Source: an optimization exercise on an open RTL-to-GDS flow (aim: small area, a short achievable clock period and few clock cycles per item). Production flows keep margins and buffers that such runs may drop. Function was checked by simulation only, so behaviour that the tests miss may differ from the original. Power is estimated from default activity; no workload was simulated.

==> flow/design.v <==
module ostage_lane_a (
    input  wire        atype,      
    input  wire [31:0] acc,
    input  wire        is_float,
    input  wire [3:0]  ff,         
    input  wire [9:0]  a1,         
    input  wire [9:0]  a2,         
    output wire        s,          
    output wire        in_inf,
    output wire        in_nan,
    output wire [33:0] xo,         
    output wire        ro          
);
    wire [7:0]  fexp    = acc[30:23];
    wire        fe_zero = (fexp == 8'd0);
    wire        fe_ones = (fexp == 8'hFF);
    wire        fm_zero = (acc[22:0] == 23'd0);
    assign      s       = acc[31];
    assign      in_inf  = atype & fe_ones & fm_zero;
    assign      in_nan  = atype & fe_ones & ~fm_zero;
    wire [31:0] m  = atype ? {~fe_zero, acc[22:0], 8'd0}
                           : (s ? (~acc + 32'd1) : acc);
    wire [7:0]  be = atype ? (fe_zero ? 8'd1 : fexp) : 8'd158;
    wire [9:0]  t = a1 - {2'b00, be};
    wire [9:0]  w = {2'b00, be} - a2;
    wire        z4 = (m[31:16] == 16'd0);
    wire [31:0] n4 = z4 ? {m[15:0], 16'd0} : m;
    wire        z3 = (n4[31:24] == 8'd0);
    wire [31:0] n3 = z3 ? {n4[23:0], 8'd0} : n4;
    wire        z2 = (n3[31:28] == 4'd0);
    wire [31:0] n2 = z2 ? {n3[27:0], 4'd0} : n3;
    wire        z1 = (n2[31:30] == 2'd0);
    wire [31:0] n1 = z1 ? {n2[29:0], 2'd0} : n2;
    wire        z0 = ~n1[31];
    wire [31:0] nm = z0 ? {n1[30:0], 1'b0} : n1;
    wire [4:0]  lz = {z4, z3, z2, z1, z0};
    wire        is_zero = ~nm[31];
    wire [9:0]  eb   = w - {5'd0, lz};                  
    wire        sub  = eb[9] | (eb == 10'd0);           
    wire        fnrm = is_float & ~sub;
    wire [9:0]  dv   = t + {5'd0, lz};
    wire        big  = dv[9] & ~is_zero;           
    reg  [5:0]  dn;
    always @(*) begin
        case (1'b1)
            ff[0]:   dn = 6'd28;
            ff[1]:   dn = 6'd29;
            ff[2]:   dn = 6'd24;
            default: dn = 6'd8;
        endcase
    end
    wire [5:0]  sh   = fnrm ? dn : ((dv[9] | dv[8:6] != 3'd0) ? 6'd63 : dv[5:0]);
    wire [32:0] v6 = {nm, 1'b0};
    wire [32:0] v5 = sh[5] ? {32'd0, v6[32]}       : v6;
    wire        s5 = sh[5] & (|v6[31:0]);
    wire [32:0] v4 = sh[4] ? {16'd0, v5[32:16]}    : v5;
    wire        s4 = sh[4] & (|v5[15:0]);
    wire [32:0] v3 = sh[3] ? {8'd0, v4[32:8]}      : v4;
    wire        s3 = sh[3] & (|v4[7:0]);
    wire [32:0] v2 = sh[2] ? {4'd0, v3[32:4]}      : v3;
    wire        s2 = sh[2] & (|v3[3:0]);
    wire [32:0] v1 = sh[1] ? {2'd0, v2[32:2]}      : v2;
    wire        s1 = sh[1] & (|v2[1:0]);
    wire [32:0] sr = sh[0] ? {1'd0, v1[32:1]}      : v1;
    wire        s0 = sh[0] & v1[0];
    wire [31:0] qt     = sr[32:1];
    wire        guard  = sr[0];
    wire        sticky = s5 | s4 | s3 | s2 | s1 | s0;
    wire        rup    = guard & (sticky | qt[0]);
    wire [8:0]  ef     = (sub | is_zero) ? 9'd0 : eb[8:0];
    reg  [33:0] x;
    always @(*) begin
        if (in_inf || (!is_float && big))
            x = 34'h2_0000_0000;
        else if (!is_float)
            x = {2'b00, qt};
        else case (1'b1)
            ff[0]:   x = {22'd0, ef, qt[2:0]};
            ff[1]:   x = {23'd0, ef, qt[1:0]};
            ff[2]:   x = {18'd0, ef, qt[6:0]};
            default: x = {2'd0, ef, qt[22:0]};
        endcase
    end
    wire        ni = ~is_float & s;
    assign      xo = x ^ {34{ni}};
    assign      ro = rup ^ ni;
endmodule
module ostage_lane_b (
    input  wire        s,
    input  wire        in_nan,
    input  wire [33:0] xo,
    input  wire        ro,
    input  wire        is_float,
    input  wire [3:0]  ff,         
    input  wire [2:0]  fi,         
    input  wire        clamp_en,
    input  wire [34:0] b_lo,       
    input  wire [34:0] b_hi,
    input  wire        s_lo,       
    input  wire        s_hi,
    input  wire        z_lo,       
    input  wire        z_hi,
    input  wire [31:0] y_lo,       
    input  wire [31:0] y_hi,
    input  wire [31:0] wmask,      
    input  wire [31:0] sbit,       
    input  wire [31:0] maxf,       
    input  wire [31:0] nanf,       
    output wire [31:0] y,
    output wire        sat
);
    wire        ni = ~is_float & s;
    wire [34:0] r  = {ni, xo} + {34'd0, ro};
    wire [34:0] a     = {r[34] ^ ~is_float, r[33:0]};
    wire        lt_lo, gt_lo, lt_hi, gt_hi;
    ostage_cmp u_clo (.a(a), .b(b_lo), .lt(lt_lo), .gt(gt_lo));
    ostage_cmp u_chi (.a(a), .b(b_hi), .lt(lt_hi), .gt(gt_hi));
    wire        v_lt  = is_float ? ((~s & ~s_lo & lt_lo) | (s & s_lo & gt_lo) |
                                    (s & ~s_lo & (lt_lo | gt_lo | ~z_lo)))
                                 : lt_lo;
    wire        v_gt  = is_float ? ((~s & ~s_hi & gt_hi) | (s & s_hi & lt_hi) |
                                    (~s & s_hi & (lt_hi | gt_hi | ~z_hi)))
                                 : gt_hi;
    wire f_over = (ff[0] & ((|r[33:7]) | (r[6:0] == 7'h7F))) |
                  (ff[1] & ((|r[33:7]) | (r[6:2] == 5'h1F))) |
                  (ff[2] & ((|r[33:15]) | (r[14:7] == 8'hFF))) |
                  (ff[3] & ((|r[33:31]) | (r[30:23] == 8'hFF)));
    wire i_over = (fi[0] & ~((&r[34:7]) | ~(|r[34:7]))) |
                  (fi[1] & ~((&r[34:3]) | ~(|r[34:3]))) |
                  (fi[2] & ~((&r[34:31]) | ~(|r[34:31])));
    wire over   = is_float ? f_over : (i_over & ~clamp_en);
    wire        sel_lo = ~in_nan & clamp_en & v_lt;
    wire        sel_hi = ~in_nan & clamp_en & v_gt;
    wire        keep   = ~in_nan & ~(clamp_en & (v_lt | v_gt));
    wire        sel_c  = keep & over;
    wire        sel_r  = keep & ~over;
    wire [31:0] cval   = is_float ? (maxf | (s ? sbit : 32'd0))
                                  : (r[34] ? sbit : (wmask & ~sbit));
    wire [31:0] rval   = is_float ? (r[31:0] | (s ? sbit : 32'd0))
                                  : (r[31:0] & wmask);
    assign y   = ({32{in_nan}} & nanf) | ({32{sel_lo}} & y_lo) | ({32{sel_hi}} & y_hi) |
                 ({32{sel_c}} & cval) | ({32{sel_r}} & rval);
    assign sat = ~in_nan & over;
endmodule
module ostage_cmp (
    input  wire [34:0] a,
    input  wire [34:0] b,
    output wire        lt,
    output wire        gt
);
    wire [63:0] l0, e0;
    genvar i;
    generate
        for (i = 0; i < 64; i = i + 1) begin : g0
            if (i < 35) begin : used
                assign l0[i] = ~a[i] & b[i];
                assign e0[i] = ~(a[i] ^ b[i]);
            end else begin : pad
                assign l0[i] = 1'b0;
                assign e0[i] = 1'b1;
            end
        end
    endgenerate
    wire [31:0] l1, e1;
    wire [15:0] l2, e2;
    wire [7:0]  l3, e3;
    wire [3:0]  l4, e4;
    wire [1:0]  l5, e5;
    generate
        for (i = 0; i < 32; i = i + 1) begin : g1
            assign l1[i] = l0[2*i+1] | (e0[2*i+1] & l0[2*i]);
            assign e1[i] = e0[2*i+1] & e0[2*i];
        end
        for (i = 0; i < 16; i = i + 1) begin : g2
            assign l2[i] = l1[2*i+1] | (e1[2*i+1] & l1[2*i]);
            assign e2[i] = e1[2*i+1] & e1[2*i];
        end
        for (i = 0; i < 8; i = i + 1) begin : g3
            assign l3[i] = l2[2*i+1] | (e2[2*i+1] & l2[2*i]);
            assign e3[i] = e2[2*i+1] & e2[2*i];
        end
        for (i = 0; i < 4; i = i + 1) begin : g4
            assign l4[i] = l3[2*i+1] | (e3[2*i+1] & l3[2*i]);
            assign e4[i] = e3[2*i+1] & e3[2*i];
        end
        for (i = 0; i < 2; i = i + 1) begin : g5
            assign l5[i] = l4[2*i+1] | (e4[2*i+1] & l4[2*i]);
            assign e5[i] = e4[2*i+1] & e4[2*i];
        end
    endgenerate
    assign lt = l5[1] | (e5[1] & l5[0]);
    assign gt = ~lt & ~(e5[1] & e5[0]);
endmodule
module ostage (
    input  wire         clk,
    input  wire         rst,           
    input  wire         in_valid,
    output wire         in_ready,
    input  wire         atype,         
    input  wire [127:0] acc,           
    input  wire [2:0]   ofmt,
    input  wire [5:0]   oshift,
    input  wire         clamp_en,
    input  wire [31:0]  clamp_lo,
    input  wire [31:0]  clamp_hi,
    output reg          out_valid,
    output reg  [127:0] y,             
    output reg  [3:0]   sat,
    output reg  [3:0]   ovf,
    output reg  [3:0]   nan
);
    assign in_ready = 1'b1;
    reg         v0, v1;
    reg         atype0, cen0, cen1;
    reg [127:0] acc0;
    reg [2:0]   ofmt0, ofmt1;
    reg [5:0]   oshift0;
    reg [31:0]  lo0, hi0, lo1, hi1;
    always @(posedge clk) begin
        if (rst) begin
            v0        <= 1'b0;
            v1        <= 1'b0;
            out_valid <= 1'b0;
        end else begin
            v0        <= in_valid;
            v1        <= v0;
            out_valid <= v1;
        end
    end
    always @(posedge clk) begin
        atype0  <= atype;
        acc0    <= acc;
        ofmt0   <= ofmt;
        oshift0 <= oshift;
        cen0    <= clamp_en;
        lo0     <= clamp_lo;
        hi0     <= clamp_hi;
        ofmt1   <= ofmt0;
        cen1    <= cen0;
        lo1     <= lo0;
        hi1     <= hi0;
    end
    wire       a_e4 = (ofmt0 == 3'd2);
    wire       a_e5 = (ofmt0 == 3'd3);
    wire       a_bf = (ofmt0 == 3'd4);
    wire       a_fp = (ofmt0 == 3'd5);
    wire       a_float = a_e4 | a_e5 | a_bf | a_fp;
    wire [3:0] a_ff = {a_fp, a_bf, a_e5, a_e4};
    wire [9:0] os   = {{4{oshift0[5]}}, oshift0};
    wire [9:0] c1   = a_e4 ? 10'd149 : a_e5 ? 10'd142 : a_bf ? 10'd25 : a_fp ? 10'd9 : 10'd158;
    wire [9:0] c2   = a_e4 ? 10'd120 : a_e5 ? 10'd112 : 10'd0;
    wire [9:0] a1   = c1 + os;
    wire [9:0] a2   = c2 + os;
    wire       f_e4 = (ofmt1 == 3'd2);
    wire       f_e5 = (ofmt1 == 3'd3);
    wire       f_bf = (ofmt1 == 3'd4);
    wire       f_fp = (ofmt1 == 3'd5);
    wire       i_8  = (ofmt1 == 3'd0);
    wire       i_4  = (ofmt1 == 3'd1);
    wire       i_32 = (ofmt1[2:1] == 2'b11);
    wire       is_float = f_e4 | f_e5 | f_bf | f_fp;
    wire [3:0] ff   = {f_fp, f_bf, f_e5, f_e4};
    wire [2:0] fi   = {i_32, i_4, i_8};
    wire [31:0] wmask = i_4 ? 32'h0000000F : (i_8 | f_e4 | f_e5) ? 32'h000000FF
                      : f_bf ? 32'h0000FFFF : 32'hFFFFFFFF;
    wire [31:0] y_lo = lo1 & wmask;
    wire [31:0] y_hi = hi1 & wmask;
    function [34:0] bop;
        input [31:0] b;
        reg          sg;
        reg   [30:0] mg;
        reg          inf;
        begin
            if (is_float) begin
                case (1'b1)
                    f_e4:    begin mg = {24'd0, b[6:0]};  inf = 1'b0;                end
                    f_e5:    begin mg = {24'd0, b[6:0]};  inf = (b[6:2] == 5'h1F);   end
                    f_bf:    begin mg = {16'd0, b[14:0]}; inf = (b[14:7] == 8'hFF);  end
                    default: begin mg = b[30:0];          inf = (b[30:23] == 8'hFF); end
                endcase
                bop = inf ? {1'b0, {34{1'b1}}} : {4'd0, mg};
            end else begin
                case (1'b1)
                    i_8:     sg = b[7];
                    i_4:     sg = b[3];
                    default: sg = b[31];
                endcase
                case (1'b1)
                    i_8:     bop = {~sg, {26{sg}}, b[7:0]};
                    i_4:     bop = {~sg, {30{sg}}, b[3:0]};
                    default: bop = {~sg, {2{sg}}, b[31:0]};
                endcase
            end
        end
    endfunction
    wire [34:0] b_lo = bop(lo1);
    wire [34:0] b_hi = bop(hi1);
    wire        s_lo = (y_lo & ~(wmask >> 1)) != 32'd0;
    wire        s_hi = (y_hi & ~(wmask >> 1)) != 32'd0;
    wire        z_lo = (y_lo & (wmask >> 1)) == 32'd0;
    wire        z_hi = (y_hi & (wmask >> 1)) == 32'd0;
    wire [31:0] sbit = wmask & ~(wmask >> 1);
    wire [31:0] maxf = f_e4 ? 32'h7E : f_e5 ? 32'h7B : f_bf ? 32'h7F7F : 32'h7F7FFFFF;
    wire [31:0] nanf = f_e4 ? 32'h7F : f_e5 ? 32'h7E : f_bf ? 32'h7FC0 : f_fp ? 32'h7FC00000 : 32'd0;
    wire [127:0] y_c;
    wire [3:0]   sat_c;
    genvar k;
    generate
        for (k = 0; k < 4; k = k + 1) begin : g_lane
            wire        s_a, inf_a, nan_a, ro_a;
            wire [33:0] xo_a;
            reg         s1, inf1, nan1, ro1;
            reg  [33:0] xo1;
            ostage_lane_a u_a (
                .atype    (atype0),
                .acc      (acc0[32*k +: 32]),
                .is_float (a_float),
                .ff       (a_ff),
                .a1       (a1),
                .a2       (a2),
                .s        (s_a),
                .in_inf   (inf_a),
                .in_nan   (nan_a),
                .xo       (xo_a),
                .ro       (ro_a)
            );
            always @(posedge clk) begin
                s1   <= s_a;
                inf1 <= inf_a;
                nan1 <= nan_a;
                xo1  <= xo_a;
                ro1  <= ro_a;
            end
            ostage_lane_b u_b (
                .s        (s1),
                .in_nan   (nan1),
                .xo       (xo1),
                .ro       (ro1),
                .is_float (is_float),
                .ff       (ff),
                .fi       (fi),
                .clamp_en (cen1),
                .b_lo     (b_lo),
                .b_hi     (b_hi),
                .s_lo     (s_lo),
                .s_hi     (s_hi),
                .z_lo     (z_lo),
                .z_hi     (z_hi),
                .y_lo     (y_lo),
                .y_hi     (y_hi),
                .wmask    (wmask),
                .sbit     (sbit),
                .maxf     (maxf),
                .nanf     (nanf),
                .y        (y_c[32*k +: 32]),
                .sat      (sat_c[k])
            );
            always @(posedge clk) begin
                y[32*k +: 32] <= y_c[32*k +: 32];
                sat[k]        <= sat_c[k];
                ovf[k]        <= inf1;
                nan[k]        <= nan1;
            end
        end
    endgenerate
endmodule
==> flow/flow/run.sh <==
#!/bin/bash
# Layout flow: the standard layout (standard.sh: standard synthesis,
# floorplan, placement, CTS, routing) with three changes:
# - synthesis leaves out ORFS's step that maps adders to fixed half/full
#   adder cells (ADDER_MAP_FILE empty), so ABC maps that logic too;
# - the timing repair steps (repair_timing after floorplan, CTS and global
#   routing) aim for a setup slack margin of flow/setup_margin ns, so that
#   they size and buffer the design for a shorter period than the clock's;
# - the port buffers that ORFS inserts on every input and output are
#   sky130_fd_sc_hd__buf_2 cells instead of the default delay buffers.
# The SDC is the standard flow's own.  make's output goes to layout.log here.
set -euo pipefail
W=$(pwd)
SETUP_MARGIN=$(cat "$W/flow/setup_margin")
bash standard.sh ADDER_MAP_FILE= SETUP_SLACK_MARGIN="$SETUP_MARGIN" \
  "BUFFER_PORTS_ARGS=-buffer_cell sky130_fd_sc_hd__buf_2" finish > "$W/layout.log" 2>&1
==> flow/flow/setup_margin <==
22
==> flow/standard.sh <==
#!/bin/bash
# synth_recipe.tcl (not shown) runs the flow's synth.tcl, then flattens the netlist and writes it again
# the make line also repeats each setting of config.mk as NAME=value (left out here)
make -C /OpenROAD-flow-scripts/flow DESIGN_CONFIG=/design/flow/config.mk WORK_HOME=/design/flow/orfs CLKGATE_MAP_FILE= SYNTH_SCRIPT=/design/flow/synth_recipe.tcl "${@:-finish}"
==> flow/config.mk <==
export PLATFORM = sky130hd
export DESIGN_NAME = ostage
export DESIGN_NICKNAME = ostage
export VERILOG_FILES = /design/flow/design.v
export SDC_FILE = /design/flow/constraint.sdc
export NUM_CORES = 4
export LEC_CHECK = 0
export ABC_AREA = 1
export CAP_MARGIN = 20
export CORE_MARGIN = 2
export CORE_UTILIZATION = 45
export CTS_BUF_LIST = sky130_fd_sc_hd__clkbuf_16
export CTS_CLUSTER_DIAMETER = 80
export CTS_CLUSTER_SIZE = 25
export PLACE_DENSITY = 0.55
export SLEW_MARGIN = 20
==> flow/constraint.sdc <==
create_clock -name core_clock -period 30.0 [get_ports {clk}]
set_input_delay 6.0000 -clock core_clock [delete_from_list [all_inputs] [get_ports {clk}]]
set_output_delay 6.0000 -clock core_clock [all_outputs]
set_load 0.01 [all_outputs]
==> run notes, run 1 <==
=================================================================================================
Largest family of logic cells by synthesized area                                    simple AND/OR/NAND/NOR gates
Post-synth top area share                                                                   22.5%
Cell internal power dissipation                                                           1.71 mW
Nature of the critical path startpoint                                                       flop
Pin count of the biggest net entering global routing                                           85
Achievable clock frequency                                                                128 MHz
Power share of the sequential group                                                         26.5%
Share of the clock period used by the worst path after layout                               26.1%
DRC violation count after routing                                                               0
Period minus WS final                                                                     7.84 ns
Setup-violating endpoint count in the final report                                              0
Routed wire length per instance                                                           21.6 µm
Clock share of power                                                                        16.1%
Fin. Hold Viols                                                                                 0
Count of nets after finishing                                                               10700
Mux share of post-synthesis cell area                                                      0.141%
Sequential-to-total area share from yosys stat                                              19.9%
Top cells by area in the synthesized netlist                                         nand2_1 (23%), dfxtp_1 (20%), nand3_1 (10%)
Number of clock sinks                                                                         566
Number of maximum-capacitance violations                                                        0
HPWL after detailed placement                                                           215000 µm
Final cell utilization of the core                                                          48.7%
Outcome                                                                  timing/DRC/antenna clean
Drt initial violations                                                                       8463
Die width                                                                                  359 µm
Worst-case hold slack                                                                    0.331 ns
Asr flop ratio synth                                                                           0%
Synth area leader                                                                         nand2_1
Portion of total power attributed to combinational logic                                    57.4%
Leakage                                                                                   30.5 nW
Detailed-route vias per instance                                                             5.79
Worst Max-Slew Pin Slew                                                                   1.29 ns
Die extent in y                                                                            359 µm
Antenna violations before repair                                                                7
Initial core utilization                                                                    45.3%
Area of the mapped netlist                                                              56900 µm²
Switching Share                                                                             53.0%
Most used standard cells in the synthesized netlist                                  nand2_1 (3411), nand3_1 (1150), nor2_1 (1150)
Setup TNS                                                                                    0 ns
Required time of the critical path                                                       30.58 ns
Share of the synthesized area in compound gates (AO/OA/AOI/OAI)                             16.7%
Pre-Repair DR Iteration Count                                                                  12
Max transition margin                                                                       13.0%
Synthesized-area fraction occupied by xor and xnor cells                                    2.17%
Cell Rows                                                                                     130
Tightest Hold Check Type                                                               reg -> reg
Number of port buffers                                                                        346
Worst stage delay on the critical path                                                    0.61 ns
Synth-to-Final Area Change                                                                  7.52%
Number of standard cells after synthesis                                                    10400
Sum of routed wire length over all layers                                               264000 µm
Largest voltage drop on the vdd net                                                   0.0000559 V
Number of synthesized register bits                                                           566
Yosys synthesis warning count                                                                   2
Root buf cell                                                                           clkbuf_16
Worst endpoint data arrival time                                                          8.41 ns
Max FO, Critical Path                                                                          27
Register clock-pin slew on the reported worst setup and hold paths                        0.09 ns
Most frequently used cell type in the post-synthesis netlist                              nand2_1
Overall routing resource usage                                                              38.9%
Worst Path Class, Setup                                                                reg -> reg
Overall die area                                                                       129000 µm²
Number of nets with antenna violations after detailed routing                                   0
CTS H-tree lvls                                                                                 2
TritonCTS clock tree                                                                        built
Mean instance size in the synthesized netlist                                            5.44 µm²
Core area                                                                              126000 µm²
Max-slew violations                                                                             0
IO Pins                                                                                       348
Worst Clk Skew                                                                          0.0440 ns
Total via count in the routed design                                                        70800
Basic-gate share of the synthesized area counting and, or, nand and nor cells               49.1%
Switching pwr                                                                             1.93 mW
Clock latency (worst-skew pair)                                                           0.66 ns
Adder and majority gate portion of the synthesized area                                        0%
RSZ-0062 raised after global routing                                                          yes
Most frequently used flop master after synthesis                                          dfxtp_1
Via count of the first global-routing pass                                                  63000
Number of distinct library cell variants in the gate-level netlist after synthesis             86
CP max stage cell                                                                         o21ai_0
Global-route wire length before repair                                                  389000 µm
Power per unit of standard cell area                                                  59.5 nW/µm²
Weighted congestion reported at the end of routability-driven placement                      1.10
TritonCTS buffer count                                                                         39
Synth Net Count                                                                             10700
Count of flip-flops with a built-in enable after synthesis                                      0
CTS hold repair buffers                                                                         0
Crit. End Element                                                                            flop
Buffer depth of the longest clock path                                                          3
Total grt overflow                                                                              0
Layout cells sized above 1                                                                  8.88%
=================================================================================================
[final timing paths]
kind	start	endpoint	slack (ns)	depth (start not counted)
setup / recovery	ofmt1[2]$_DFF_P_	y[126]$_DFF_P_	22.16	31
hold / removal	lo0[27]$_DFF_P_	lo1[27]$_DFF_P_	0.33	0
setup reg to reg	ofmt1[2]$_DFF_P_	y[126]$_DFF_P_	22.16	31
hold reg to reg	lo0[27]$_DFF_P_	lo1[27]$_DFF_P_	0.33	0
[logic make-up (layout without fill, tap and decap cells)]
| family | Yosys count | after routing |
|---|---|---|
| AOI/OAI and AO/OA | 1636 | 1636 |
| xor gates and xnor gates | 141 | 141 |
| buffers and inverters | 1641 | 1750 |
| DFF | 566 | 566 |
| muxes | 8 | 8 |
| other | 1 | 6 |
| and+or+nand+nor | 6455 | 6459 |
[power by group through the flow]
| stage | logic, mW | registers, mW | clock network, mW |
|---|---|---|---|
| 6_report | 2.09 | 0.965 | 0.585 |
| 4_1_cts | 2.00 | 0.962 | 0.599 |
| 3_5_place_dp | 1.99 | 0.980 | 0 |
| 2_1_floorplan | 1.32 | 0.969 | 0 |
| 3_3_place_gp | 1.98 | 0.979 | 0 |
| 5_1_grt | 2.26 | 0.976 | 0.625 |
[registers in the layout, indices dropped and copies added, names as in the netlist, 6 cells and up]
| register | count |
|---|---|
| y | 128 |
| oshift0 | 6 |
| g_lane.xo1 | 136 |
| hi0 | 32 |
| lo1 | 32 |
| acc0 | 128 |
| hi1 | 32 |
| lo0 | 32 |
[area by class of cell]
type / count / area, µm²
Fill cell: 13900 / 64400
Tap cell: 1650 / 2060
Antenna cell: 5 / 12.5
Clock inverter: 24 / 333
Sequential cell: 566 / 11300
Multi-Input combinational cell: 8245 / 39000
Timing Repair Buffer: 450 / 2580
Clock buffer: 41 / 1030
Timing Repair inverter: 5 / 32.5
Inverter: 1230 / 4700
[layout by cell type, fill, tap and decap left out, types with 16 or more instances in the layout]
cell	instances
nand2_2	75
nor2_2	59
or2_2	34
nand2_4	25
nand3_2	28
dfxtp_1	564
nand3b_1	25
o2111ai_1	42
buf_4	96
a21oi_1	337
a31oi_1	58
nand2_1	3407
xor2_1	127
nor2_4	33
nand3_1	1149
o21ai_1	163
clkbuf_16	41
a221oi_1	35
nor2_1	1137
nor3_1	134
o211ai_1	75
o22ai_1	52
o221ai_1	16
o21ai_0	693
clkinv_1	20
buf_2	346
inv_2	61
inv_1	1127
o21bai_1	18
a211oi_1	19
nand4_1	188
nor4_1	99
[metal layers]
metal / track usage [%] / wire (µm) / up-vias
li1: - / - / 34300
met1: 48.5 / 106000 / 31800
met2: 61.5 / 113000 / 3782
met3: 5.69 / 22100 / 845
met4: 27.3 / 22800 / 6
met5: 0 / 41 / -
[critical path: cells and delay by family (launching register included)]
family / cells / cell delay, ns
AO/OA/AOI/OAI: 12 / 3.10
buffers and inverters: 8 / 2.01
flip-flops: 1 / 0.30
AND/OR/NAND/NOR: 11 / 2.33
[stage by stage]
stage	area (µm²)	cells	setup slack, ns	power, mW
6_report	61100	12200	22.16	3.64
4_1_cts	60600	12200	22.03	3.56
3_5_place_dp	59200	12100	21.34	2.97
3_3_place_gp	59200	12100	21.56	2.96
5_1_grt	61100	12200	21.92	3.86
2_1_floorplan	56900	10400	23.67	2.29
[timing repair]
item                       4_1_cts  5_1_grt
gates resized for setup          9       64
buffers inserted                 0       14
gates cloned                     2        7
pin swaps                        1        8
setup endpoints to repair       69      241
Testbench counts, summed over its fixed seeds: cycles 24,024, items 96,000.
==> run 2: changes to the inputs <==
==> flow/flow/setup_margin (replaced) <==
22.6
==> run 2 against run 1 <==
  * Routed wire length increased by 1.0%
  * Worst hold slack hardly changed
  * Still clean
  * Core utilization increased by 0.90 points
  * First-iteration DRC count up 2.5%
  * Critical path depth fell by 30
  * Via count increased by 0.75%
  * Fmax rose by 7.6%
  * Clock-buffer cell count is the same
  * Register-to-register slack better by 0.59 ns
  * Setup slack better by 0.55 ns
  * Die area unchanged
==> run notes, run 2 <==
=================================================================================================
Setup-violating endpoint count in the final report                                              0   unchanged
Asr flop ratio synth                                                                           0%   unchanged
Hold path depth                                                                                 0   unchanged
Routed wire length per instance                                                           21.8 µm   was 21.6 µm
Switching pwr                                                                             1.95 mW   was 1.93 mW
Most frequently used cell type in the post-synthesis netlist                              nand2_1   unchanged
Register clock-pin slew on the reported worst setup and hold paths                        0.10 ns   was 0.09 ns
Buf/Inv on CP                                                                                   1   was 8
Top cells by area in the synthesized netlist                                         nand2_1 (23%), dfxtp_1 (20%), nand3_1 (10%)   unchanged
Layout cells sized above 1                                                                  9.90%   was 8.88%
Leakage                                                                                   30.7 nW   was 30.5 nW
RR Startpoint                                                                        ofmt1[2]$_DFF_P_   unchanged
Pre-Repair DR Iteration Count                                                                   9   was 12
Number of cells on the worst reg-to-reg path                                                   31   unchanged
Die extent in y                                                                            359 µm   unchanged
Buffer depth of the longest clock path                                                          3   unchanged
Count of flip-flops with a built-in enable after synthesis                                      0   unchanged
Clock latency (worst-skew pair)                                                           0.66 ns   about the same
Standard cell area after detailed placement                                             59200 µm²   unchanged
Max-slew violations                                                                             0   unchanged
Fin. Hold Viols                                                                                 0   unchanged
Largest voltage drop on the vdd net                                                   0.0000561 V   was 0.0000559 V
Highest-count cells in the layout ignoring fill and taps                             nand2_1 (3397), nand3_1 (1146), nor2_1 (1127)   was nand2_1 (3407), nand3_1 (1149), nor2_1 (1137)
HPWL after detailed placement                                                           215000 µm   unchanged
Area of the mapped netlist                                                              56900 µm²   unchanged
RSZ-0062 raised after global routing                                                          yes   unchanged
CTS H-tree lvls                                                                                 2   unchanged
Total grt overflow                                                                              0   unchanged
Synth area leader                                                                         nand2_1   unchanged
Initial core utilization                                                                    45.3%   unchanged
Worst path top cell family by delay                                                    flip-flops   was compound AO/OA/AOI/OAI gates
Most frequently used flop master after synthesis                                          dfxtp_1   unchanged
TritonCTS clock tree                                                                        built   unchanged
Number of standard cells after synthesis                                                    10400   unchanged
Die width                                                                                  359 µm   unchanged
R2r endpoint                                                                         y[7]$_DFF_P_   was y[126]$_DFF_P_
Outcome                                                                  timing/DRC/antenna clean   unchanged
Setup TNS                                                                                    0 ns   unchanged
Antenna violations before repair                                                                8   was 7
Clock share of power                                                                        15.9%   was 16.1%
Crit. End Element                                                                    primary output   was flop
Detailed-route vias per instance                                                             5.81   was 5.79
Via count of the first global-routing pass                                                  63200   was 63000
Post-synth top area share                                                                   22.5%   unchanged
Global-route wire length before repair                                                  390000 µm   was 389000 µm
Power share of the sequential group                                                         26.2%   was 26.5%
Most common cell after layout, fill and taps aside                                        nand2_1   unchanged
Worst hold endpoint                                                                  lo1[27]$_DFF_P_   unchanged
Number of clock sinks                                                                         566   unchanged
TritonCTS buffer count                                                                         39   unchanged
Worst stage delay on the critical path                                                    0.44 ns   was 0.61 ns
Largest registers                                                                    g_lane.xo1: 136 flops, acc0: 128 flops, y: 128 flops   unchanged
Root buf cell                                                                           clkbuf_16   unchanged
Cell Rows                                                                                     130   unchanged
Mean instance size in the synthesized netlist                                            5.44 µm²   unchanged
Number of distinct library cell variants in the gate-level netlist after synthesis             86   unchanged
Sum of routed wire length over all layers                                               267000 µm   was 264000 µm
Power per unit of standard cell area                                                  59.2 nW/µm²   was 59.5 nW/µm²
Critical-path cell list                                                                     buf_2
Design Power                                                                              3.68 mW   was 3.64 mW
Nature of the critical path startpoint                                                       flop   unchanged
Register name with the most flops                                                      g_lane.xo1   unchanged
CP max stage cell                                                                         dfxtp_1   was o21ai_0
Synth-to-Final Area Change                                                                  9.51%   was 7.52%
Number of synthesized register bits                                                           566   unchanged
Worst Clk Skew                                                                          0.0418 ns   was 0.0440 ns
Overall routing resource usage                                                              39.0%   was 38.9%
Sequential-to-total area share from yosys stat                                              19.9%   unchanged
Drt initial violations                                                                       8672   was 8463
IO Pins                                                                                       348   unchanged
DRC violation count after routing                                                               0   unchanged
Portion of total power attributed to combinational logic                                    57.9%   was 57.4%
Critical hold path startpoint                                                        lo0[27]$_DFF_P_   unchanged
Yosys synthesis warning count                                                                   2   unchanged
Weighted congestion reported at the end of routability-driven placement                      1.10   unchanged
Overall die area                                                                       129000 µm²   unchanged
Final instance area                                                                     62300 µm²   was 61100 µm²
Most used standard cells in the synthesized netlist                                  nand2_1 (3411), nand3_1 (1150), nor2_1 (1150)   unchanged
Number of nets with antenna violations after detailed routing                                   0   unchanged
Achievable clock frequency                                                                137 MHz   was 128 MHz
Worst Path Class, Setup                                                                reg -> out   was reg -> reg
Max FO, Critical Path                                                                           1   was 27
Worst Max-Slew Pin Slew                                                                   1.20 ns   was 1.29 ns
Number of flip-flops under the largest register name                                          136   unchanged
Max transition margin                                                                       19.4%   was 13.0%
Switching Share                                                                             53.0%   about the same
Worst endpoint data arrival time                                                          1.28 ns   was 8.41 ns
Number of maximum-capacitance violations                                                        0   unchanged
Number of port buffers                                                                        346   unchanged
Pin count of the biggest net entering global routing                                           85   unchanged
Required time of the critical path                                                       24.00 ns   was 30.58 ns
Total via count in the routed design                                                        71300   was 70800
Share of the clock period used by the worst path after layout                               24.3%   was 26.1%
Tightest Hold Check Type                                                               reg -> reg   unchanged
Synth Net Count                                                                             10700   unchanged
Count of nets after finishing                                                               10800   was 10700
Cell internal power dissipation                                                           1.73 mW   was 1.71 mW
Final cell utilization of the core                                                          49.6%   was 48.7%
Flop-to-flop setup slack                                                                 22.75 ns   was 22.16 ns
Core area                                                                              126000 µm²   unchanged
Period minus WS final                                                                     7.28 ns   was 7.84 ns
=================================================================================================
run 2: worst max-delay path by stage:
stage,start,end,slack (ns),cells after the start
global route,ofmt1[2]$_DFF_P_,y[37]$_DFF_P_,22.55,30
finish,y[71]$_DFF_P_,y[71],22.72,1
CTS,atype0$_DFF_P_,g_lane[2].xo1[4]$_DFF_P_,22.53,40
global placement,atype0$_DFF_P_,g_lane[0].xo1[5]$_DFF_P_,21.56,44
floorplan,nan[0]$_DFF_P_,nan[0],23.67,0
detailed placement,atype0$_DFF_P_,g_lane[0].ro1$_DFF_P_,21.34,47
run 2: cell type report:
type	instances	area [µm²]
flip-flops and latches	566	11300
multi-input cells	8251	39600
well taps	1650	2060
clock buffers	41	1030
repair inverters	10	73.8
repair buffers	494	3000
clock inverters	24	333
fillers	13800	63300
diodes	3	7.51
inverters	1230	4810
run 2: logic make-up (layout without fill, tap and decap cells):
logic type                after synthesis  in the layout  share of synthesized area, %
DFF                                   566            566                          19.9
muxes                                   8              8                         0.141
AOI/OAI and AO/OA                    1636           1636                          16.7
xor gates and xnor gates              141            141                          2.17
and+or+nand+nor                      6455           6465                          49.1
buffers and inverters                1641           1799                          12.0
other                                   1              4                       0.00660
run 2: layer usage:
| layer | global-route usage, % | vias up | wire (µm) |
|---|---|---|---|
| li1 | - | 34400 | - |
| met1 | 48.7 | 32100 | 107000 |
| met4 | 26.4 | 10 | 22800 |
| met5 | 0 | - | 72 |
| met3 | 5.72 | 905 | 22400 |
| met2 | 62.2 | 3875 | 115000 |
run 2: power groups by stage:
| stage | Clock, mW | Combinational, mW | Sequential (mW) |
|---|---|---|---|
| floorplan | 0 | 1.32 | 0.969 |
| global placement | 0 | 1.98 | 0.979 |
| detailed placement | 0 | 1.99 | 0.980 |
| CTS | 0.599 | 2.00 | 0.962 |
| global route | 0.625 | 2.30 | 0.977 |
| finish | 0.585 | 2.13 | 0.965 |
run 2: what timing repair did:
action,in CTS,in global routing
endpoints found under the setup margin,239,260
cloned,6,16
buffers inserted,2,54
resized for setup,45,190
pin swaps,3,21
hold buffers,0,0
run 2: stage by stage:
| step | instances | setup WS (ns) | hold slack (ns) |
|---|---|---|---|
| CTS | 12200 | 22.53 | 0.334 |
| global route | 12300 | 22.55 | 0.340 |
| detailed placement | 12100 | 21.34 | 0.312 |
| global placement | 12100 | 21.56 | 0.311 |
| finish | 12300 | 22.72 | 0.331 |
| floorplan | 10400 | 23.67 | 0.310 |
==> run 3: changes to the inputs <==
==> flow/flow/setup_margin (replaced) <==
22.8
==> run 3 against run 2 <==
  * Sequential power hardly changed
  * Routed wire length is 0.86% higher
  * Clock power hardly changed
  * Setup slack better by 0.11 ns
  * Non-clock buffer count is 22 higher
  * Die area stayed put
  * Synthesized cell count stayed put
  * Clock-buffer cell count stayed put
  * Area after synthesis stayed put
  * Global-route usage hardly changed
  * Flip-flop and latch count stayed put
  * Power is 0.95% higher
==> run notes, run 3 <==
=================================================================================================
Area of the mapped netlist                                                              56900 µm²   unchanged
Highest-count cells in the layout ignoring fill and taps                             nand2_1 (3386), nand3_1 (1140), inv_1 (1117)   was nand2_1 (3397), nand3_1 (1146), nor2_1 (1127)
Weighted congestion reported at the end of routability-driven placement                      1.10   unchanged
Pin count of the biggest net entering global routing                                           85   unchanged
Most used standard cells in the synthesized netlist                                  nand2_1 (3411), nand3_1 (1150), nor2_1 (1150)   unchanged
TritonCTS buffer count                                                                         39   unchanged
Global-route wire length before repair                                                  391000 µm   was 390000 µm
Standard cell area after detailed placement                                             59200 µm²   unchanged
Placed instance count                                                                       12100   unchanged
Die width                                                                                  359 µm   unchanged
HPWL after detailed placement                                                           215000 µm   unchanged
Outcome                                                                  timing/DRC/antenna clean   unchanged
RSZ-0062 raised after global routing                                                          yes   unchanged
Most frequently used flop master after synthesis                                          dfxtp_1   unchanged
Core area                                                                              126000 µm²   unchanged
Yosys synthesis warning count                                                                   2   unchanged
Count of nets after finishing                                                               10800   about the same
Total via count in the routed design                                                        71700   was 71300
Fin. Hold Viols                                                                                 0   unchanged
Number of port buffers                                                                        346   unchanged
Die extent in y                                                                            359 µm   unchanged
Most common cell after layout, fill and taps aside                                        nand2_1   unchanged
Pre-Repair DR Iteration Count                                                                  10   was 9
Worst path top cell family by delay                                                    flip-flops   unchanged
Synth area leader                                                                         nand2_1   unchanged
Power share of the sequential group                                                         26.0%   was 26.2%
Synth Net Count                                                                             10700   unchanged
IO Pins                                                                                       348   unchanged
Number of non-filler instances in the completed layout                                      12300   about the same
Number of clock sinks                                                                         566   unchanged
Power per unit of standard cell area                                                  59.0 nW/µm²   was 59.2 nW/µm²
Worst Path Class, Setup                                                                reg -> out   unchanged
Mean instance size in the synthesized netlist                                            5.44 µm²   unchanged
Total grt overflow                                                                              0   unchanged
Clock share of power                                                                        15.7%   was 15.9%
Buf/Inv on CP                                                                                   1   unchanged
DRC violation count after routing                                                               0   unchanged
Number of nets with antenna violations after detailed routing                                   0   unchanged
Max transition margin                                                                       19.5%   was 19.4%
Largest registers                                                                    g_lane.xo1: 136 flops, acc0: 128 flops, y: 128 flops   unchanged
Worst Clk Skew                                                                          0.0446 ns   was 0.0418 ns
Max FO, Critical Path                                                                           1   unchanged
Register clock-pin slew on the reported worst setup and hold paths                        0.09 ns   was 0.10 ns
Post-synth top area share                                                                   22.5%   unchanged
Cell internal power dissipation                                                           1.75 mW   was 1.73 mW
Root buf cell                                                                           clkbuf_16   unchanged
Cell Rows                                                                                     130   unchanged
Overall die area                                                                       129000 µm²   unchanged
Top cells by area in the synthesized netlist                                         nand2_1 (23%), dfxtp_1 (20%), nand3_1 (10%)   unchanged
Initial core utilization                                                                    45.3%   unchanged
Switching Share                                                                             53.0%   about the same
Number of distinct library cell variants in the gate-level netlist after synthesis             86   unchanged
Switching pwr                                                                             1.97 mW   was 1.95 mW
Number of synthesized register bits                                                           566   unchanged
Final instance area                                                                     63100 µm²   was 62300 µm²
Worst endpoint data arrival time                                                          1.17 ns   was 1.28 ns
Nature of the critical path startpoint                                                       flop   unchanged
Asr flop ratio synth                                                                           0%   unchanged
Number of maximum-capacitance violations                                                        0   unchanged
Overall routing resource usage                                                              39.0%   about the same
Largest voltage drop on the vdd net                                                   0.0000560 V   was 0.0000561 V
Required time of the critical path                                                       24.00 ns   about the same
Achievable clock frequency                                                                139 MHz   was 137 MHz
Worst stage delay on the critical path                                                    0.37 ns   was 0.44 ns
Sum of routed wire length over all layers                                               269000 µm   was 267000 µm
Register name with the most flops                                                      g_lane.xo1   unchanged
Synth-to-Final Area Change                                                                  10.9%   was 9.51%
Layout cells sized above 1                                                                  10.8%   was 9.90%
Setup TNS                                                                                    0 ns   unchanged
Setup-violating endpoint count in the final report                                              0   unchanged
Portion of total power attributed to combinational logic                                    58.3%   was 57.9%
Max-slew violations                                                                             0   unchanged
Sequential-to-total area share from yosys stat                                              19.9%   unchanged
Number of standard cells after synthesis                                                    10400   unchanged
Via count of the first global-routing pass                                                  63200   about the same
Drt initial violations                                                                       8420   was 8672
Routed wire length per instance                                                           21.9 µm   was 21.8 µm
TritonCTS clock tree                                                                        built   unchanged
Buffer depth of the longest clock path                                                          3   unchanged
CTS H-tree lvls                                                                                 2   unchanged
Tightest Hold Check Type                                                               reg -> reg   unchanged
Critical-path cell list                                                                     buf_2   unchanged
Crit. End Element                                                                    primary output   unchanged
Leakage                                                                                   31.1 nW   was 30.7 nW
Most frequently used cell type in the post-synthesis netlist                              nand2_1   unchanged
Clock latency (worst-skew pair)                                                           0.66 ns   about the same
Count of flip-flops with a built-in enable after synthesis                                      0   unchanged
Number of flip-flops under the largest register name                                          136   unchanged
Detailed-route vias per instance                                                             5.82   was 5.81
Antenna violations before repair                                                                7   was 8
Period minus WS final                                                                     7.17 ns   was 7.28 ns
CTS hold repair buffers                                                                         0   unchanged
CP max stage cell                                                                         dfxtp_1   unchanged
Worst Max-Slew Pin Slew                                                                   1.20 ns   about the same
Share of the clock period used by the worst path after layout                               23.9%   was 24.3%
=================================================================================================
## run 3: repair_timing
| action | CTS | global route |
|---|---|---|
| cloned | 9 | 31 |
| resized for setup | 70 | 265 |
| buffers inserted | 4 | 73 |
| pin swaps | 6 | 50 |
| endpoints found under the hold margin | 0 | 0 |
| endpoints found under the setup margin | 263 | 261 |
## run 3: final cells by class
type / count / area [µm²]
Antenna cell: 2 / 5.00
Clock buffer: 41 / 1030
Clock inverter: 24 / 333
Fill cell: 13800 / 62500
Inverter: 1230 / 4850
Multi-Input combinational cell: 8267 / 40100
Sequential cell: 566 / 11300
Tap cell: 1650 / 2060
Timing Repair Buffer: 516 / 3250
Timing Repair inverter: 11 / 81.3
## run 3: worst paths after layout
| kind | endpoint | from | cells after the start | slack [ns] |
|---|---|---|---|---|
| max | y[12] | y[12]$_DFF_P_ | 1 | 22.83 |
| min | lo1[27]$_DFF_P_ | lo0[27]$_DFF_P_ | 0 | 0.33 |
| max reg2reg | y[99]$_DFF_P_ | ofmt1[2]$_DFF_P_ | 28 | 22.89 |
| min reg2reg | lo1[27]$_DFF_P_ | lo0[27]$_DFF_P_ | 0 | 0.33 |
## run 3: power by group through the flow
stage	combinational, mW	clock [mW]	sequential, mW
2_1_floorplan	1.32	0	0.969
3_3_place_gp	1.98	0	0.979
3_5_place_dp	1.99	0	0.980
4_1_cts	2.01	0.599	0.962
5_1_grt	2.34	0.625	0.977
6_report	2.17	0.585	0.966
## run 3: worst register-to-register path, delay by kind of cell, from the launching register on
family | cells | cell delay (ns)
buffers and inverters | 9 | 1.90
DFF | 1 | 0.30
AOI/OAI and AO/OA | 7 | 2.28
and+or+nand+nor | 12 | 2.54
## run 3: metal layers
| layer | global-route usage, % | up-vias | wire [µm] |
|---|---|---|---|
| met5 | 0 | - | 77 |
| met2 | 62.3 | 3870 | 116000 |
| met3 | 5.65 | 898 | 22000 |
| met4 | 26.7 | 10 | 23500 |
| li1 | - | 34500 | - |
| met1 | 48.7 | 32400 | 107000 |
## run 3: logic make-up (layout without fill, tap and decap cells)
kind of cell    count (synthesis)  count (layout)  share of synthesized area (%)
simple gates                 6455            6481                           49.1
buf+inv                      1641            1822                           12.0
compound gates               1636            1636                           16.7
flops                         566             566                           19.9
xor+xnor                      141             141                           2.17
mux                             8               8                          0.141
other cells                     1               3                        0.00660
## run 3: through the flow
stage	total power [mW]	setup WS (ns)	util, %	hold slack, ns
3_5_place_dp	2.97	21.34	47.2	0.312
6_report	3.72	22.83	50.2	0.331
4_1_cts	3.57	22.79	48.6	0.334
3_3_place_gp	2.96	21.56	47.2	0.311
2_1_floorplan	2.29	23.67	-	0.310
5_1_grt	3.94	22.73	50.2	0.340
==> run 4: changes to the inputs <==
==> flow/flow/setup_margin (replaced) <==
22.6
--- a/flow/config.mk
+++ b/flow/config.mk
@@ -8,9 +8,9 @@
 export ABC_AREA = 1
 export CAP_MARGIN = 20
 export CORE_MARGIN = 2
-export CORE_UTILIZATION = 45
+export CORE_UTILIZATION = 52
 export CTS_BUF_LIST = sky130_fd_sc_hd__clkbuf_16
 export CTS_CLUSTER_DIAMETER = 80
 export CTS_CLUSTER_SIZE = 25
-export PLACE_DENSITY = 0.55
+export PLACE_DENSITY = 0.62
 export SLEW_MARGIN = 20
==> run 4 against run 3 <==
  * Register-to-register slack lost 0.10 ns
  * Worst hold slack lost 0.0083 ns
  * Clock power grew 3%
==> run notes, run 4 <==
=================================================================================================
Pin count of the biggest net entering global routing                                           91   was 85
Worst Max-Slew Pin Slew                                                                   1.27 ns   was 1.20 ns
Tightest Hold Check Type                                                               reg -> reg   unchanged
Number of non-filler instances in the completed layout                                      12000   was 12300
Layout cells sized above 1                                                                  9.82%   was 10.8%
Initial core utilization                                                                    52.3%   was 45.3%
Setup TNS                                                                                    0 ns   unchanged
Achievable clock frequency                                                                136 MHz   was 139 MHz
Largest registers                                                                    g_lane.xo1: 136 flops, acc0: 128 flops, y: 128 flops   unchanged
Top cells by area in the synthesized netlist                                         nand2_1 (23%), dfxtp_1 (20%), nand3_1 (10%)   unchanged
Count of flip-flops with a built-in enable after synthesis                                      0   unchanged
Post-synth top area share                                                                   22.5%   unchanged
Root buf cell                                                                           clkbuf_16   unchanged
CTS H-tree lvls                                                                                 2   unchanged
Nature of the critical path startpoint                                                       flop   unchanged
Period minus WS final                                                                     7.33 ns   was 7.17 ns
Detailed-route vias per instance                                                             6.07   was 5.82
Count of nets after finishing                                                               10800   about the same
Weighted congestion reported at the end of routability-driven placement                      1.14   was 1.10
Number of port buffers                                                                        346   unchanged
IO Pins                                                                                       348   unchanged
Most common cell after layout, fill and taps aside                                        nand2_1   unchanged
Number of synthesized register bits                                                           566   unchanged
Synth-to-Final Area Change                                                                  9.10%   was 10.9%
Drt initial violations                                                                       9360   was 8420
Worst path top cell family by delay                                                    flip-flops   unchanged
Count of filler cells inserted in the layout                                                11300   was 13800
Via count of the first global-routing pass                                                  63800   was 63200
Fin. Hold Viols                                                                                 0   unchanged
Register clock-pin slew on the reported worst setup and hold paths                        0.09 ns   about the same
Most frequently used flop master after synthesis                                          dfxtp_1   unchanged
Register name with the most flops                                                      g_lane.xo1   unchanged
Worst Clk Skew                                                                          0.0461 ns   was 0.0446 ns
Worst-case hold slack                                                                    0.323 ns   was 0.331 ns
Buf/Inv on CP                                                                                   1   unchanged
Pre-Repair DR Iteration Count                                                                   7   was 10
Total grt overflow                                                                              0   unchanged
Outcome                                                                  timing/DRC/antenna clean   unchanged
Yosys synthesis warning count                                                                   2   unchanged
Number of standard cells after synthesis                                                    10400   unchanged
Critical-path cell list                                                                     buf_2   unchanged
Leakage                                                                                   30.8 nW   was 31.1 nW
Max-slew violations                                                                             0   unchanged
Die extent in y                                                                            335 µm   was 359 µm
HPWL after detailed placement                                                           208000 µm   was 215000 µm
CP max stage cell                                                                         dfxtp_1   unchanged
Asr flop ratio synth                                                                           0%   unchanged
Mean instance size in the synthesized netlist                                            5.44 µm²   unchanged
Number of flip-flops under the largest register name                                          136   unchanged
Setup-violating endpoint count in the final report                                              0   unchanged
Core area                                                                              109000 µm²   was 126000 µm²
Number of nets with antenna violations after detailed routing                                   0   unchanged
Antenna violations before repair                                                                8   was 7
Crit. End Element                                                                    primary output   unchanged
Flop-to-flop setup slack                                                                 22.79 ns   was 22.89 ns
Number of distinct library cell variants in the gate-level netlist after synthesis             86   unchanged
Synth area leader                                                                         nand2_1   unchanged
Synth Net Count                                                                             10700   unchanged
Max FO, Critical Path                                                                           1   unchanged
Number of maximum-capacitance violations                                                        0   unchanged
Global-route wire length before repair                                                  383000 µm   was 391000 µm
Share of the clock period used by the worst path after layout                               24.4%   was 23.9%
Highest-count cells in the layout ignoring fill and taps                             nand2_1 (3396), nand3_1 (1145), nor2_1 (1127)   was nand2_1 (3386), nand3_1 (1140), inv_1 (1117)
Power per unit of standard cell area                                                  59.8 nW/µm²   was 59.0 nW/µm²
Largest voltage drop on the vdd net                                                   0.0000593 V   was 0.0000560 V
Cell Rows                                                                                     121   was 130
Worst Path Class, Setup                                                                reg -> out   unchanged
TritonCTS clock tree                                                                        built   unchanged
Total via count in the routed design                                                        73100   was 71700
Most used standard cells in the synthesized netlist                                  nand2_1 (3411), nand3_1 (1150), nor2_1 (1150)   unchanged
Worst stage delay on the critical path                                                    0.46 ns   was 0.37 ns
Max transition margin                                                                       14.4%   was 19.5%
TritonCTS buffer count                                                                         40   was 39
Area of the mapped netlist                                                              56900 µm²   unchanged
Buffer depth of the longest clock path                                                          3   unchanged
RSZ-0062 raised after global routing                                                          yes   unchanged
Required time of the critical path                                                       24.00 ns   about the same
Overall routing resource usage                                                              44.1%   was 39.0%
DRC violation count after routing                                                               0   unchanged
Placed instance count                                                                       11900   was 12100
Worst endpoint data arrival time                                                          1.33 ns   was 1.17 ns
Overall die area                                                                       112000 µm²   was 129000 µm²
Sum of routed wire length over all layers                                               263000 µm   was 269000 µm
Clock latency (worst-skew pair)                                                           0.68 ns   was 0.66 ns
Most frequently used cell type in the post-synthesis netlist                              nand2_1   unchanged
Routed wire length per instance                                                           21.8 µm   was 21.9 µm
Sequential-to-total area share from yosys stat                                              19.9%   unchanged
Number of clock sinks                                                                         566   unchanged
Die width                                                                                  335 µm   was 359 µm
CTS hold repair buffers                                                                         0   unchanged
=================================================================================================
==> run 4: cell counts after synthesis <==
No cell type changed its count.
==> run 4: cell type report <==
class | instances | area [µm²] | share of cell area [%]
Antenna cell | 5 | 12.5 | 0.0202
Clock buffer | 41 | 1030 | 1.65
Clock inverter | 25 | 407 | 0.656
Inverter | 1230 | 4810 | 7.75
Multi-Input combinational cell | 8258 | 39600 | 63.9
Sequential cell | 566 | 11300 | 18.3
Tap cell | 1414 | 1770 | 2.85
Timing Repair Buffer | 493 | 2980 | 4.80
Timing Repair inverter | 7 | 47.5 | 0.0767
==> run 4: cell families (layout without fill, tap and decap cells) <==
| logic type | after synthesis | in the layout | synth area share, % |
|---|---|---|---|
| buffers and inverters | 1641 | 1796 | 12.0 |
| flip-flops | 566 | 566 | 19.9 |
| multiplexers | 8 | 8 | 0.141 |
| AO/OA/AOI/OAI | 1636 | 1638 | 16.7 |
| AND/OR/NAND/NOR | 6455 | 6470 | 49.1 |
| other | 1 | 6 | 0.00660 |
| XOR/XNOR | 141 | 141 | 2.17 |
==> run 4: what timing repair did <==
item	in CTS	in global routing
endpoints found under the setup margin	217	260
setup buffers	1	50
pin swaps	3	21
cloned	6	18
resized for setup	38	177
==> run 4: final timing paths <==
| kind | start | endpoint | cells after the start |
|---|---|---|---|
| worst max-delay path | y[7]$_DFF_P_ | y[7] | 1 |
| worst min-delay path | cen0$_DFF_P_ | cen1$_DFF_P_ | 0 |
| worst max register to register | ofmt1[2]$_DFF_P_ | y[94]$_DFF_P_ | 37 |
| worst min register to register | cen0$_DFF_P_ | cen1$_DFF_P_ | 0 |
==> run 4: metrics by stage <==
step	worst slack (ns)	util, %	area [µm²]	power, mW
after global routing	22.54	57.0	62000	3.90
after global placement	21.73	54.2	58900	2.93
final	22.67	57.1	62000	3.71
after detailed placement	21.57	54.2	59000	2.95
after CTS	22.58	55.8	60600	3.56
after floorplan	23.67	-	56900	2.29
==> run 4: where the power goes <==
part	total, mW	internal [mW]	switching, mW
Clock	0.605	0.274	0.331
Sequential	0.972	0.878	0.0946
Combinational	2.13	0.575	1.56
==> run 4: per-layer routing <==
metal | wire, µm | track usage (%)
met1 | 98000 | 53.2
met2 | 111000 | 68.5
met3 | 27000 | 8.41
met4 | 26400 | 35.7
met5 | 27 | 0

re-timing with driven ports:
No port has a modelled driver above. Below, the same layouts with a new extraction and two added sets of constraints. Step 1, drivers: a clkbuf_16 drives clk and a buf_2 each remaining input, both assumed. Step 2 moves the port delays by t, midway between the first and last clock arrival at a register: inputs arrive t later, outputs are due t later. That takes back most of the time a late clock gives input paths. a / b / c = ideal / step 1 / step 2; a / b = the first two.
| run | t, ns | setup WS [ns] | worst hold slack (ns) | pins driven straight from the clock port |
|---|---|---|---|---|
| run 1 | 0.721 | 22.165 / 22.165 / 22.165 | 0.331 / 0.331 / 0.331 | 1 |
| run 2 | 0.719 | 22.717 / 22.639 / 22.751 | 0.331 / 0.331 / 0.331 | 1 |
| run 3 | 0.720 | 22.829 / 22.750 / 22.894 | 0.331 / 0.331 / 0.331 | 1 |
| run 4 | 0.736 | 22.670 / 22.594 / 22.785 | 0.323 / 0.323 / 0.323 | 1 |
After both steps every run listed still meets setup and hold.
